Source: an optimization exercise on an open RTL-to-GDS flow (aim: small area and a short achievable clock period). Production flows keep margins and buffers that such runs may drop.
In this exercise RTL edits were held to simulation tests only and were not proved equivalent to the original.

==> flow/design.v <==
module psimir_vmac_lane (
    input  wire        clk,
    input  wire        rst,
    input  wire        in_valid,
    input  wire [2:0]  in_fn,
    input  wire [2:0]  in_t,
    input  wire        in_s,
    input  wire [31:0] in_a,
    input  wire [31:0] in_b,
    input  wire [63:0] in_acc,
    output reg         out_valid,
    output reg  [63:0] out_res,
    output reg         out_sat
);
    localparam FN_VMUL    = 3'd0;
    localparam FN_VMULQ   = 3'd1;
    localparam FN_VMAC    = 3'd2;
    localparam FN_VMACW   = 3'd3;
    localparam FN_VCMUL   = 3'd4;
    localparam FN_VCMACW  = 3'd5;
    localparam FN_VCMACJW = 3'd6;
    localparam T_B   = 3'd0;
    localparam T_H   = 3'd1;
    localparam T_W   = 3'd2;
    localparam T_C16 = 3'd4;
    localparam DW8  = 2'd0;
    localparam DW16 = 2'd1;
    localparam DW32 = 2'd2;
    localparam DW64 = 2'd3;
    reg        s1_valid;
    reg [2:0]  s1_fn;
    reg [2:0]  s1_t;
    reg        s1_s;
    reg [31:0] s1_a;
    reg [31:0] s1_b;
    reg [63:0] s1_acc;
    always @(posedge clk) begin
        if (rst) s1_valid <= 1'b0;
        else     s1_valid <= in_valid;
        s1_fn  <= in_fn;
        s1_t   <= in_t;
        s1_s   <= in_s;
        s1_a   <= in_a;
        s1_b   <= in_b;
        s1_acc <= in_acc;
    end
    wire signed [15:0] pb0 = $signed(s1_a[7:0])   * $signed(s1_b[7:0]);
    wire signed [15:0] pb1 = $signed(s1_a[15:8])  * $signed(s1_b[15:8]);
    wire signed [15:0] pb2 = $signed(s1_a[23:16]) * $signed(s1_b[23:16]);
    wire signed [15:0] pb3 = $signed(s1_a[31:24]) * $signed(s1_b[31:24]);
    wire signed [31:0] ph0 = $signed(s1_a[15:0])  * $signed(s1_b[15:0]);
    wire signed [31:0] ph1 = $signed(s1_a[31:16]) * $signed(s1_b[31:16]);
    wire signed [63:0] pw  = $signed(s1_a) * $signed(s1_b);
    wire signed [31:0] pri = $signed(s1_a[15:0])  * $signed(s1_b[31:16]);
    wire signed [31:0] pir = $signed(s1_a[31:16]) * $signed(s1_b[15:0]);
    reg        s2_valid;
    reg [2:0]  s2_fn;
    reg [2:0]  s2_t;
    reg        s2_s;
    reg [63:0] s2_acc;
    reg signed [15:0] s2_pb0, s2_pb1, s2_pb2, s2_pb3;
    reg signed [31:0] s2_ph0, s2_ph1, s2_pri, s2_pir;
    reg signed [63:0] s2_pw;
    always @(posedge clk) begin
        if (rst) s2_valid <= 1'b0;
        else     s2_valid <= s1_valid;
        s2_fn  <= s1_fn;
        s2_t   <= s1_t;
        s2_s   <= s1_s;
        s2_acc <= s1_acc;
        s2_pb0 <= pb0;
        s2_pb1 <= pb1;
        s2_pb2 <= pb2;
        s2_pb3 <= pb3;
        s2_ph0 <= ph0;
        s2_ph1 <= ph1;
        s2_pw  <= pw;
        s2_pri <= pri;
        s2_pir <= pir;
    end
    wire signed [65:0] xp0 = (s2_t == T_B) ? {{50{s2_pb0[15]}}, s2_pb0} :
                             (s2_t == T_H) ? {{34{s2_ph0[31]}}, s2_ph0} :
                                             {{2{s2_pw[63]}}, s2_pw};
    wire signed [65:0] xp1 = (s2_t == T_B) ? {{50{s2_pb1[15]}}, s2_pb1} :
                                             {{34{s2_ph1[31]}}, s2_ph1};
    wire signed [65:0] xp2 = {{50{s2_pb2[15]}}, s2_pb2};
    wire signed [65:0] xp3 = {{50{s2_pb3[15]}}, s2_pb3};
    wire signed [65:0] xa0 = (s2_t == T_B) ? {{58{s2_acc[7]}},  s2_acc[7:0]} :
                             (s2_t == T_H) ? {{50{s2_acc[15]}}, s2_acc[15:0]} :
                                             {{34{s2_acc[31]}}, s2_acc[31:0]};
    wire signed [65:0] xa1 = (s2_t == T_B) ? {{58{s2_acc[15]}}, s2_acc[15:8]} :
                                             {{50{s2_acc[31]}}, s2_acc[31:16]};
    wire signed [65:0] xa2 = {{58{s2_acc[23]}}, s2_acc[23:16]};
    wire signed [65:0] xa3 = {{58{s2_acc[31]}}, s2_acc[31:24]};
    wire signed [65:0] xw0 = (s2_t == T_B) ? {{50{s2_acc[15]}}, s2_acc[15:0]} :
                             (s2_t == T_W) ? {{2{s2_acc[63]}},  s2_acc[63:0]} :
                                             {{34{s2_acc[31]}}, s2_acc[31:0]};
    wire signed [65:0] xw1 = (s2_t == T_B) ? {{50{s2_acc[31]}}, s2_acc[31:16]} :
                                             {{34{s2_acc[63]}}, s2_acc[63:32]};
    wire signed [65:0] xw2 = {{50{s2_acc[47]}}, s2_acc[47:32]};
    wire signed [65:0] xw3 = {{50{s2_acc[63]}}, s2_acc[63:48]};
    wire signed [65:0] xrr = {{34{s2_ph0[31]}}, s2_ph0};
    wire signed [65:0] xii = {{34{s2_ph1[31]}}, s2_ph1};
    wire signed [65:0] xri = {{34{s2_pri[31]}}, s2_pri};
    wire signed [65:0] xir = {{34{s2_pir[31]}}, s2_pir};
    reg signed [65:0] ex0, ex1, ex2, ex3;
    reg [1:0]         dw;
    reg [2:0]         ncomp;
    always @(*) begin
        ex0 = 66'sd0;
        ex1 = 66'sd0;
        ex2 = 66'sd0;
        ex3 = 66'sd0;
        case (s2_t)
            T_B:     begin dw = DW8;  ncomp = 3'd4; end
            T_H:     begin dw = DW16; ncomp = 3'd2; end
            T_W:     begin dw = DW32; ncomp = 3'd1; end
            default: begin dw = DW16; ncomp = 3'd2; end
        endcase
        case (s2_fn)
            FN_VMUL: begin
                ex0 = xp0;
                ex1 = xp1;
                ex2 = xp2;
                ex3 = xp3;
            end
            FN_VMULQ: begin
                if (s2_t == T_H) begin
                    ex0 = xp0 >>> 15;
                    ex1 = xp1 >>> 15;
                end else begin
                    ex0 = xp0 >>> 31;
                end
            end
            FN_VMAC: begin
                ex0 = xa0 + xp0;
                ex1 = xa1 + xp1;
                ex2 = xa2 + xp2;
                ex3 = xa3 + xp3;
            end
            FN_VMACW: begin
                ex0 = xw0 + xp0;
                ex1 = xw1 + xp1;
                ex2 = xw2 + xp2;
                ex3 = xw3 + xp3;
                dw  = dw + 2'd1;
            end
            FN_VCMUL: begin
                ex0 = (xrr - xii) >>> 15;
                ex1 = (xri + xir) >>> 15;
                dw  = DW16;
            end
            FN_VCMACW: begin
                ex0 = xw0 + xrr - xii;
                ex1 = xw1 + xri + xir;
                dw  = DW32;
            end
            FN_VCMACJW: begin
                ex0 = xw0 + xrr + xii;
                ex1 = xw1 + xir - xri;
                dw  = DW32;
            end
            default: ;
        endcase
    end
    reg               s3_valid;
    reg               s3_s;
    reg [1:0]         s3_dw;
    reg [2:0]         s3_ncomp;
    reg signed [65:0] s3_ex0, s3_ex1, s3_ex2, s3_ex3;
    always @(posedge clk) begin
        if (rst) s3_valid <= 1'b0;
        else     s3_valid <= s2_valid;
        s3_s     <= s2_s;
        s3_dw    <= dw;
        s3_ncomp <= ncomp;
        s3_ex0   <= ex0;
        s3_ex1   <= ex1;
        s3_ex2   <= ex2;
        s3_ex3   <= ex3;
    end
    reg [63:0] res;
    reg        sat;
    reg [65:0] x;
    reg [63:0] r;
    reg        ovf;
    integer    k;
    always @(*) begin
        res = 64'd0;
        sat = 1'b0;
        for (k = 0; k < 4; k = k + 1) begin
            case (k)
                0:       x = s3_ex0;
                1:       x = s3_ex1;
                2:       x = s3_ex2;
                default: x = s3_ex3;
            endcase
            case (s3_dw)
                DW8:     ovf = !((&x[65:7])  || !(|x[65:7]));
                DW16:    ovf = !((&x[65:15]) || !(|x[65:15]));
                DW32:    ovf = !((&x[65:31]) || !(|x[65:31]));
                default: ovf = !((&x[65:63]) || !(|x[65:63]));
            endcase
            if (ovf && s3_s) begin
                case (s3_dw)
                    DW8:     r = x[65] ? 64'h80 : 64'h7F;
                    DW16:    r = x[65] ? 64'h8000 : 64'h7FFF;
                    DW32:    r = x[65] ? 64'h8000_0000 : 64'h7FFF_FFFF;
                    default: r = x[65] ? 64'h8000_0000_0000_0000 : 64'h7FFF_FFFF_FFFF_FFFF;
                endcase
            end else begin
                r = x[63:0];
            end
            if (k < s3_ncomp) begin
                if (ovf && s3_s) sat = 1'b1;
                case (s3_dw)
                    DW8:     res[k*8  +: 8]  = r[7:0];
                    DW16:    res[k*16 +: 16] = r[15:0];
                    DW32:    res[k*32 +: 32] = r[31:0];
                    default: res[63:0]       = r[63:0];
                endcase
            end
        end
    end
    always @(posedge clk) begin
        if (rst) out_valid <= 1'b0;
        else     out_valid <= s3_valid;
        out_res <= res;
        out_sat <= sat;
    end
endmodule
==> flow/run.sh <==
#!/bin/bash
# synth_recipe.tcl (not shown) runs the flow's synth.tcl, then flattens the netlist and writes it again
# the make line also repeats each setting of config.mk as NAME=value (left out here)
make -C /OpenROAD-flow-scripts/flow DESIGN_CONFIG=/design/flow/config.mk WORK_HOME=/design/flow/orfs CLKGATE_MAP_FILE= SYNTH_SCRIPT=/design/flow/synth_recipe.tcl finish
==> flow/config.mk <==
export PLATFORM = sky130hd
export DESIGN_NAME = psimir_vmac_lane
export DESIGN_NICKNAME = psimir_vmac_lane
export VERILOG_FILES = /design/flow/design.v
export SDC_FILE = /design/flow/constraint.sdc
export NUM_CORES = 4
export LEC_CHECK = 0
export CAP_MARGIN = 20
export CORE_MARGIN = 2
export CORE_UTILIZATION = 40
export SLEW_MARGIN = 20
==> flow/constraint.sdc <==
create_clock -name core_clock -period 9.5 [get_ports {clk}]
set_input_delay 1.9000 -clock core_clock [delete_from_list [all_inputs] [get_ports {clk}]]
set_output_delay 1.9000 -clock core_clock [all_outputs]
set_load 0.01 [all_outputs]
==> summary.md <==
| Metric | Value |
|---|---|
| Status | complete, no violations |
| Synth area leaders | fa_1 (36%), dfxtp_1 (12%), ha_1 (11%), inv_1 (9.1%), nand2_1 (3.6%) |
| Final WL | approximately 420000 µm |
| Area Growth Syn to Fin | 8.40% |
| Syn nets | 16500 |
| Die Y | ~540 µm |
| Global Route Usage Sum | 28.6% |
| Initial Utilization | 40.2% |
| Dpl hpwl | 364000 µm |
| Worst slew pin tran | 1.19 ns |
| Die area | 0.296 mm² |
| H-tree lvl count | 3 |
| CTS clk-pin slew, worst paths | 0.06 ns |
| Final core utilization | 43.5% |
| Post-CTS Hold Buffers | 0 |
| DRC Markers | 0 |
| TritonCTS clock tree | done |
| Mapped Area | 0.117 mm² |
| Most Frequent Cell on Critical Path | fa_1 |
| Vias in the first global route | 95400 |
| Clock latency on the worst-skew pair | 0.89 ns |
| Fin. Hold Viols | 0 |
| Final TNS setup | 0 ns |
| CP peak stage delay | 0.93 ns |
| Endpoints failing setup | 0 |
| Hold Crit Class | reg -> reg |
| Pre-CTS setup slack | a little under 0.4 ns |
| Layout cell share with drive strength beyond 1 | approximately 3.3% |
| Data arrival, critical path | just under 10 ns |
| Placed inst area | 0.123 mm² |
| Num ports | 204 |
| DRT antenna net count | 0 |
| Final net count | 16500 |
| DR vias | 93300 |
| First-pass GRT wire length | 628000 µm |
| Crit-path slowest cell | dfxtp_1 |
| Setup ws final | between 0.4 and 0.5 ns |
| Crit path max-delay family | adder cells |
| Post-CTS Setup Inserts | 0 |
| Sequential area share after synthesis | 12.0% |
| Synthesis Warnings | 9 |
| Share of the synthesized area in the top cell type | 35.7% |
| CP Capture Type | flip-flop |
| Clock root buffer master | clkbuf_16 |
| F_max | 110 MHz |
| Fin. max-slew vios | 0 |
| RSZ-0062 raised after global routing | false |
| Clock Sinks | 697 |
| # resized after CTS | 0 |
| Port bufs | about 200 |
| Post-synthesis register bit count | 697 |
| Worst Skew | 0.132 ns |
| EDFF count, synth | 0 |
| Final Wtd Congestion | 1.03 |
| CTS Buf Count | 88 |
| Crit path max fanout | 18 |
| Post-route cell area | 0.127 mm² |
| Synth area leader | fa_1 |
| 1st-iter DRT viols | ~8600 |
| Vias/cell | 5.42 |
| Initial antenna violation count | 46 |
| DRT Pass-1 Iters | 10 |
| Post-Syn Area per Cell | 8.81 µm² |
| GRT Residual Overflow | 0 |
| Max-Cap Viols | 0 |
| Post-layout min period | between 9 and 10 ns |
| Routed len/inst | 24.5 µm |
| Normalized max-slew margin | 20.4% |
| Core ar. | between 0.2 and 0.3 mm² |
| Die Wd | 544 µm |
| Largest net degree at the start of global routing | 62 |
| Fillcell total | 28800 |
| CP Class | reg -> reg |
| Site Rows | 198 |
| Final Cycle Share | 95.3% |
| CP Buf/Inv Count | 4 |
| Synthesized instance count | about 13000 |
| Startpoint types | flip-flop |
| Distinct cell type count after synthesis | ~100 |
| Max clock buf depth | 4 |
| FFs w/ async S/R, synth | 0% |
| WP data required | 10.20 ns |
| Ys flop type | dfxtp_1 |
[Yosys cell counts (all sizes together) (23+ instances only)]
| cell type | n |
|---|---|
| inv | 2840 |
| fa | 2081 |
| nand2 | 1133 |
| ha | 1015 |
| a21oi | 831 |
| dfxtp | 697 |
| o21ai | 569 |
| and2 | 527 |
| nor2 | 494 |
| clkbuf | 467 |
| xnor2 | 396 |
| a21o | 330 |
| xor2 | 182 |
| nand3 | 128 |
| nand2b | 107 |
| nor3 | 101 |
| a31oi | 98 |
| o21a | 93 |
| nand4 | 92 |
| o211ai | 81 |
| o21bai | 80 |
| a211oi | 71 |
| nor2b | 69 |
| a221oi | 64 |
| and3 | 57 |
| o22ai | 49 |
| nor4 | 47 |
| or3 | 42 |
| mux2i | 41 |
| buf | 38 |
| o31ai | 37 |
| a21boi | 32 |
| o32ai | 27 |
| a221o | 23 |
[registers in the layout, indices dropped and copies added, names as in the netlist, 3 cells and up]
name and count:
out_res 64, s1_a 32, s1_acc 64, s1_b 32
s1_fn 3, s1_t 3, s2_acc 64, s2_fn 3
s2_pb0 14, s2_pb1 16, s2_pb2 14, s2_pb3 16
s2_ph0 30, s2_ph1 32, s2_pir 32, s2_pri 32
s2_pw 64, s2_t 3, s3_ex0 66, s3_ex1 66
s3_ex2 17, s3_ex3 17, s3_ncomp 3
[layer usage]
layer	GRT usage, %	wire [µm]	up-vias
met5	0	231	-
met4	12.9	22600	36
met3	7.10	41500	755
met2	42.7	178000	3987
met1	39.1	180000	46400
li1	-	-	42100
[layout make-up]
type | instances | area [µm²] | share of cell area [%]
diodes | 15 | 37.5 | 0.0297
clock buffers | 111 | 2440 | 1.93
clock inverters | 46 | 606 | 0.479
inverters | 2842 | 10700 | 8.43
multi-input cells | 9207 | 90300 | 71.4
flip-flops and latches | 697 | 14000 | 11.0
well taps | 3900 | 4880 | 3.86
repair buffers | 403 | 3630 | 2.87
[stage by stage]
| step | instances | hold slack, ns |
|---|---|---|
| finish | 17200 | 0.250 |
| global route | 17200 | 0.270 |
| CTS | 17200 | 0.269 |
| detailed placement | 17000 | 0.312 |
| global placement | 17000 | 0.310 |
| floorplan | 13300 | 0.310 |
[cell usage in the layout (no fill, tap or decap), types with 92 or more instances in the layout]
| cell type | synthesis | layout |
|---|---|---|
| nor2_1 | 494 | 489 |
| nand2_1 | 1133 | 1132 |
| nor3_1 | 100 | 100 |
| a31oi_1 | 96 | 96 |
| nand3_1 | 128 | 128 |
| nand2b_1 | 107 | 106 |
| o21ai_0 | 536 | 534 |
| nand4_1 | 92 | 92 |
| and2_1 | 527 | 527 |
| xor2_1 | 182 | 182 |
| clkdlybuf4s50_1 | 0 | 203 |
| ha_1 | 1015 | 1014 |
| inv_1 | 2840 | 2840 |
| dfxtp_1 | 697 | 691 |
| xnor2_1 | 396 | 392 |
| fa_1 | 2081 | 2080 |
| a21o_1 | 330 | 330 |
| buf_4 | 1 | 192 |
| a21oi_1 | 829 | 825 |
| o21a_1 | 93 | 93 |
[final timing paths]
check	depth (start not counted)	slack, ns	startpoint	endpoint
setup reg to reg	26	0.44	s1_a[10]$_DFF_P_	s2_pw[59]$_DFF_P_
setup / recovery	26	0.44	s1_a[10]$_DFF_P_	s2_pw[59]$_DFF_P_
hold reg to reg	0	0.25	s1_acc[57]$_DFF_P_	s2_acc[57]$_DFF_P_
hold / removal	0	0.25	s1_acc[57]$_DFF_P_	s2_acc[57]$_DFF_P_
[kinds of logic (layout without fill, tap and decap cells)]
family	after synthesis	count (layout)	share of synthesized area, %
AO/OA/AOI/OAI	2613	2613	14.2
XOR/XNOR	578	578	4.34
adder cells (fa/ha/maj)	3097	3097	46.6
buffers and inverters	3347	3402	10.8
flip-flops	697	697	12.0
multiplexers	42	42	0.361
other	0	15	0
AND/OR/NAND/NOR	2877	2877	11.8

## re-timing with driven ports
No port has a modelled driver above. Below, the same layout with a new extraction and two added sets of constraints.
Step 1: set_driving_cell puts a clkbuf_16 on clk and a buf_2 on each other input, an assumption about the parent block.
Step 2 times the ports against the registers' clock, not the clock port: input delays grow and output delays shrink by t, the midpoint of the rising clock arrivals with the driver on.
Slacks: ideal ports / drivers / drivers and shift; pairs: ideal ports / drivers.
t (ns): 0.936
setup slack, ns: 0.443 / 0.443 / 0.443
hold slack, ns: 0.250 / 0.250 / 0.250
After both steps this run still meets setup and hold. For this run, drivers alone change the setup slack by 0.000 ns; drivers and shift together by 0.000 ns.
